Context: an optimization exercise on an open-source flow, tuned for small area. The choices shown serve that exercise and are no tape-out recipe.
In this exercise RTL edits were held to simulation tests only and were not proved equivalent to the original.

==> module wfq_sched, before the edit <==
module wfq_sched (
    input  wire        clk,
    input  wire        rst,
    input  wire        enq_valid,
    input  wire [3:0]  enq_queue,
    input  wire [12:0] enq_len,
    input  wire        enq_green,
    output wire        enq_ready,
    input  wire        cfg_we,
    input  wire [3:0]  cfg_queue,
    input  wire [7:0]  cfg_weight,
    input  wire [15:0] elig,
    output reg         grant_valid,
    output reg  [3:0]  grant_queue,
    output reg  [12:0] grant_len,
    output reg         grant_green,
    output reg  [31:0] grant_finish
);
    reg [31:0] vtime;
    reg [7:0]  weight [0:15];    
    reg [3:0]  vld    [0:15];
    reg [31:0] fin    [0:63];    
    reg [12:0] len    [0:63];
    reg        grn    [0:63];
    reg [3:0]  hsel   [0:15];    
    reg [31:0] head_fin [0:15];
    reg [15:0] head_grn;
    reg [15:0] head_ge;          
    reg [15:0] cand;
    wire [31:0] pivot = vtime ^ 32'h8000_0000;
    integer q, k, b;
    function automatic ge32(input [31:0] a, input [31:0] b);
        integer n;
        reg cy;
        begin
            cy = 1'b1;
            for (n = 0; n < 32; n = n + 1)
                cy = (a[n] & ~b[n]) | (cy & (a[n] | ~b[n]));
            ge32 = cy;
        end
    endfunction
    always @(*) begin
        for (q = 0; q < 16; q = q + 1) begin
            hsel[q] = vld[q] & ~{1'b0, vld[q][3:1]};
            head_fin[q] = 32'd0;
            head_grn[q] = 1'b0;
            for (k = 0; k < 4; k = k + 1) begin
                head_fin[q] = head_fin[q] | ({32{hsel[q][k]}} & fin[q*4+k]);
                head_grn[q] = head_grn[q] | (hsel[q][k] & grn[q*4+k]);
            end
            head_ge[q] = ge32(head_fin[q], pivot);
            cand[q]    = vld[q][0] & elig[q];
        end
    end
    localparam GS = 8;             
    localparam NG = 16 / GS;       
    localparam LB = 3;             
    localparam NK = 34;            
    reg [15:0]   kb [0:NK-1];      
    reg [15:0]   c;                
    reg [NG-1:0] gc;               
    reg [NG-1:0] gnz;              
    reg [NG-1:0] gbit;             
    reg [GS-1:0] keep;
    reg [NG-1:0] gkeep;
    reg [LB-1:0] lidx [0:NG-1];    
    reg [15:0]   onehot;
    integer s, g, e;
    always @(*) begin
        for (q = 0; q < 16; q = q + 1) begin
            kb[0][q] = ~head_grn[q];
            kb[1][q] = ~head_ge[q];
            for (b = 0; b < 32; b = b + 1)
                kb[NK-1-b][q] = head_fin[q][b];
        end
        grant_valid = |cand;
        c = cand;
        for (g = 0; g < NG; g = g + 1)
            gnz[g] = |cand[g*GS +: GS];
        gc = gnz;
        for (s = 0; s < NK; s = s + 1) begin
            for (g = 0; g < NG; g = g + 1) begin
                keep    = c[g*GS +: GS] & ~kb[s][g*GS +: GS];
                gbit[g] = ~|keep;
                if (|keep) c[g*GS +: GS] = keep;
            end
            gkeep = gc & ~gbit;
            if (s == 0)
                grant_green = |gkeep;
            else if (s >= 2)
                grant_finish[NK-1-s] = ~|gkeep;
            if (|gkeep) gc = gkeep;
        end
        for (g = 0; g < NG; g = g + 1) begin
            for (b = LB - 1; b >= 0; b = b - 1) begin
                for (e = 0; e < GS; e = e + 1)
                    keep[e] = c[g*GS + e] & ~e[b];
                lidx[g][b] = ~|keep;
                if (|keep) c[g*GS +: GS] = keep;
            end
        end
        for (b = (4 - LB) - 1; b >= 0; b = b - 1) begin
            for (g = 0; g < NG; g = g + 1)
                gkeep[g] = gc[g] & ~g[b];
            grant_queue[LB + b] = ~|gkeep;
            if (|gkeep) gc = gkeep;
        end
        grant_queue[LB-1:0] = {LB{1'b0}};
        for (g = 0; g < NG; g = g + 1)
            grant_queue[LB-1:0] = grant_queue[LB-1:0] | ({LB{gc[g]}} & lidx[g]);
        for (q = 0; q < 16; q = q + 1)
            onehot[q] = gc[q / GS] & c[q];
        grant_len = 13'd0;
        for (q = 0; q < 16; q = q + 1)
            for (k = 0; k < 4; k = k + 1)
                grant_len = grant_len | ({13{onehot[q] & hsel[q][k]}} & len[q*4+k]);
    end
    wire [15:0] enq_sel   = 16'd1 << enq_queue;
    reg  [3:0]  enq_vld;
    reg  [31:0] tail_fin;
    reg  [7:0]  enq_w;
    integer     t;
    always @(*) begin
        enq_vld  = 4'd0;
        tail_fin = 32'd0;
        enq_w    = 8'd0;
        for (t = 0; t < 16; t = t + 1) begin
            enq_vld  = enq_vld  | ({4{enq_sel[t]}}  & vld[t]);
            tail_fin = tail_fin | ({32{enq_sel[t]}} & fin[t*4]);
            enq_w    = enq_w    | ({8{enq_sel[t]}}  & weight[t]);
        end
    end
    wire        tail_lo   = ge32({1'b0, tail_fin[30:0]}, {1'b0, vtime[30:0]});
    wire        tail_pos  = (tail_fin[31] ^ vtime[31] ^ tail_lo) && (tail_fin != vtime);
    wire [31:0] start_tag = (enq_vld[0] && tail_pos) ? tail_fin : vtime;
    wire [20:0] dividend = {enq_len, 8'd0};
    reg  [20:0] quot;
    reg  [8:0]  rem, trial, diff;
    reg  [8:0]  dsr;
    reg         bw;
    integer j, n;
    always @(*) begin
        dsr = {1'b0, enq_w};
        rem = 9'd0;
        for (j = 20; j >= 0; j = j - 1) begin
            trial = {rem[7:0], dividend[j]};
            bw = 1'b0;
            for (n = 0; n < 9; n = n + 1) begin
                diff[n] = trial[n] ^ dsr[n] ^ bw;
                bw      = (~trial[n] & (dsr[n] | bw)) | (dsr[n] & bw);
            end
            quot[j] = ~bw;
            rem = bw ? trial : diff;
        end
    end
    wire [31:0] incr    = {11'd0, quot[20:1], quot[0] | (enq_len == 13'd0)};
    wire [31:0] enq_fin = start_tag + incr;
    assign enq_ready = ~enq_vld[3];
    wire do_enq = enq_valid & ~enq_vld[3];
    integer i;
    always @(posedge clk) begin
        if (rst) begin
            vtime <= 32'd0;
            for (i = 0; i < 16; i = i + 1) begin
                weight[i] <= 8'd16;
                vld[i]    <= 4'd0;
            end
        end else begin
            if (grant_valid)
                vtime <= grant_finish;
            for (i = 0; i < 16; i = i + 1) begin
                if (do_enq && enq_queue == i && !(grant_valid && onehot[i]))
                    vld[i] <= {vld[i][2:0], 1'b1};
                else if (!(do_enq && enq_queue == i) && grant_valid && onehot[i])
                    vld[i] <= {1'b0, vld[i][3:1]};
            end
            if (cfg_we)
                weight[cfg_queue] <= (cfg_weight == 8'd0) ? 8'd1 : cfg_weight;
        end
    end
    always @(posedge clk) begin
        if (do_enq) begin
            for (i = 0; i < 16; i = i + 1) begin
                if (enq_queue == i) begin
                    fin[i*4+3] <= fin[i*4+2];
                    fin[i*4+2] <= fin[i*4+1];
                    fin[i*4+1] <= fin[i*4+0];
                    fin[i*4+0] <= enq_fin;
                    len[i*4+3] <= len[i*4+2];
                    len[i*4+2] <= len[i*4+1];
                    len[i*4+1] <= len[i*4+0];
                    len[i*4+0] <= enq_len;
                    grn[i*4+3] <= grn[i*4+2];
                    grn[i*4+2] <= grn[i*4+1];
                    grn[i*4+1] <= grn[i*4+0];
                    grn[i*4+0] <= enq_green;
                end
            end
        end
    end
endmodule
export LEC_CHECK = 0
export CAP_MARGIN = 20
export CORE_MARGIN = 2
export CORE_UTILIZATION = 60
export SLEW_MARGIN = 20
create_clock -name core_clock -period 80.0 [get_ports {clk}]
standard.sh (not shown) runs the stock make flow with config.mk's settings and CLKGATE_MAP_FILE= SYNTH_SCRIPT=/design/flow/synth_recipe.tcl, a recipe that flattens the netlist after the stock synthesis.
==> flow/flow/run.sh <==
#!/bin/bash
# Own layout flow: the standard layout (standard.sh), with these changes:
#  - synthesis: the ABC step maps for area (flow/area.abc) instead of ORFS's
#    speed script, and adders are left to ABC (no full-adder extraction);
#    registers, their names and cell types are the standard synthesis's;
#  - CTS: sink clusters of up to 25 flip-flops, no dummy loads;
#  - port buffers are buf_1 cells.
# Each tool's full output is in orfs/logs/ (per ORFS step) and make_finish.log.
set -euo pipefail
W=$(pwd)
# ORFS's synth.tcl, with the ABC script swapped
sed '/^source \$::env(SCRIPTS_DIR)\/synth_preamble.tcl/a set abc_args [lreplace $abc_args 1 1 '"$W"'/flow/area.abc]' \
    "$FLOW_HOME/scripts/synth.tcl" > "$W/own_synth_core.tcl"
grep -q 'flow/area.abc' "$W/own_synth_core.tcl"
# The standard flow's synthesis wrapper, sourcing that copy
sed 's#source \$::env(SCRIPTS_DIR)/synth.tcl#source '"$W"'/own_synth_core.tcl#' \
    "$W/synth_recipe.tcl" > "$W/own_synth.tcl"
grep -q own_synth_core "$W/own_synth.tcl"
CTS="-sink_clustering_enable -repair_clock_nets -dont_use_dummy_load -sink_clustering_size 25 -sink_clustering_max_diameter 70"
bash "$W/standard.sh" SYNTH_SCRIPT="$W/own_synth.tcl" ADDER_MAP_FILE= "CTS_ARGS=$CTS" "BUFFER_PORTS_ARGS=-buffer_cell sky130_fd_sc_hd__buf_1" finish > "$W/make_finish.log" 2>&1
==> flow/flow/area.abc <==
strash
dc2
dc2
&get -n
&dch -f
&nf -R 1000 -p -F 8 -C 32
&put
strash
dc2
&get -n
&dch -f
&nf -R 1000 -p -F 8 -C 32
&put
Then changed:
--- a/flow/design.v
+++ b/flow/design.v
@@ -115,24 +115,13 @@
             for (k = 0; k < 4; k = k + 1)
                 grant_len = grant_len | ({13{onehot[q] & hsel[q][k]}} & len[q*4+k]);
     end
-    wire [15:0] enq_sel   = 16'd1 << enq_queue;
-    reg  [3:0]  enq_vld;
-    reg  [31:0] tail_fin;
-    reg  [7:0]  enq_w;
-    integer     t;
-    always @(*) begin
-        enq_vld  = 4'd0;
-        tail_fin = 32'd0;
-        enq_w    = 8'd0;
-        for (t = 0; t < 16; t = t + 1) begin
-            enq_vld  = enq_vld  | ({4{enq_sel[t]}}  & vld[t]);
-            tail_fin = tail_fin | ({32{enq_sel[t]}} & fin[t*4]);
-            enq_w    = enq_w    | ({8{enq_sel[t]}}  & weight[t]);
-        end
-    end
+    wire [3:0]  enq_vld   = vld[enq_queue];
+    wire [31:0] tail_fin  = fin[{enq_queue, 2'd0}];
     wire        tail_lo   = ge32({1'b0, tail_fin[30:0]}, {1'b0, vtime[30:0]});
     wire        tail_pos  = (tail_fin[31] ^ vtime[31] ^ tail_lo) && (tail_fin != vtime);
     wire [31:0] start_tag = (enq_vld[0] && tail_pos) ? tail_fin : vtime;
+    wire [7:0]  wq        = weight[enq_queue];
+    wire [7:0]  enq_w     = wq;
     wire [20:0] dividend = {enq_len, 8'd0};
     reg  [20:0] quot;
     reg  [8:0]  rem, trial, diff;
- setup slack loses 1.9 ns
- first-iteration DRC count is lower by 3.9%
- design area barely changes
- wire length decreases by 3.5%

==> what the ideal ports hide <==
The results above use ideal ports. As a check the final layouts listed here were re-extracted and re-timed, cells and wires unchanged.
Step 1 (the two cells are an assumption about what drives the block):
set clk [get_ports {clk}]
set_driving_cell -lib_cell sky130_fd_sc_hd__clkbuf_16 $clk
set_driving_cell -lib_cell sky130_fd_sc_hd__buf_2 [delete_from_list [all_inputs] $clk]
Step 2 also shifts input and output timing later by t, the mid clock arrival at the registers, as if the neighbouring blocks saw the same clock.
Three values: ideal ports, drivers, drivers and shift; two values: the first two.
| run | shift t [ns] | setup WS [ns] | worst data-port slew with drivers (ns) |
|---|---|---|---|
| the first run | 0.945 | 5.243 / 5.217 / 5.217 | 0.06 |
| the second run | 0.939 | 3.371 / 3.340 / 3.340 | 0.09 |
After both steps every run listed still meets setup and hold. The setup slack of the second run, which loses most, moves by -0.031 ns with the drivers and by -0.031 ns with both steps.
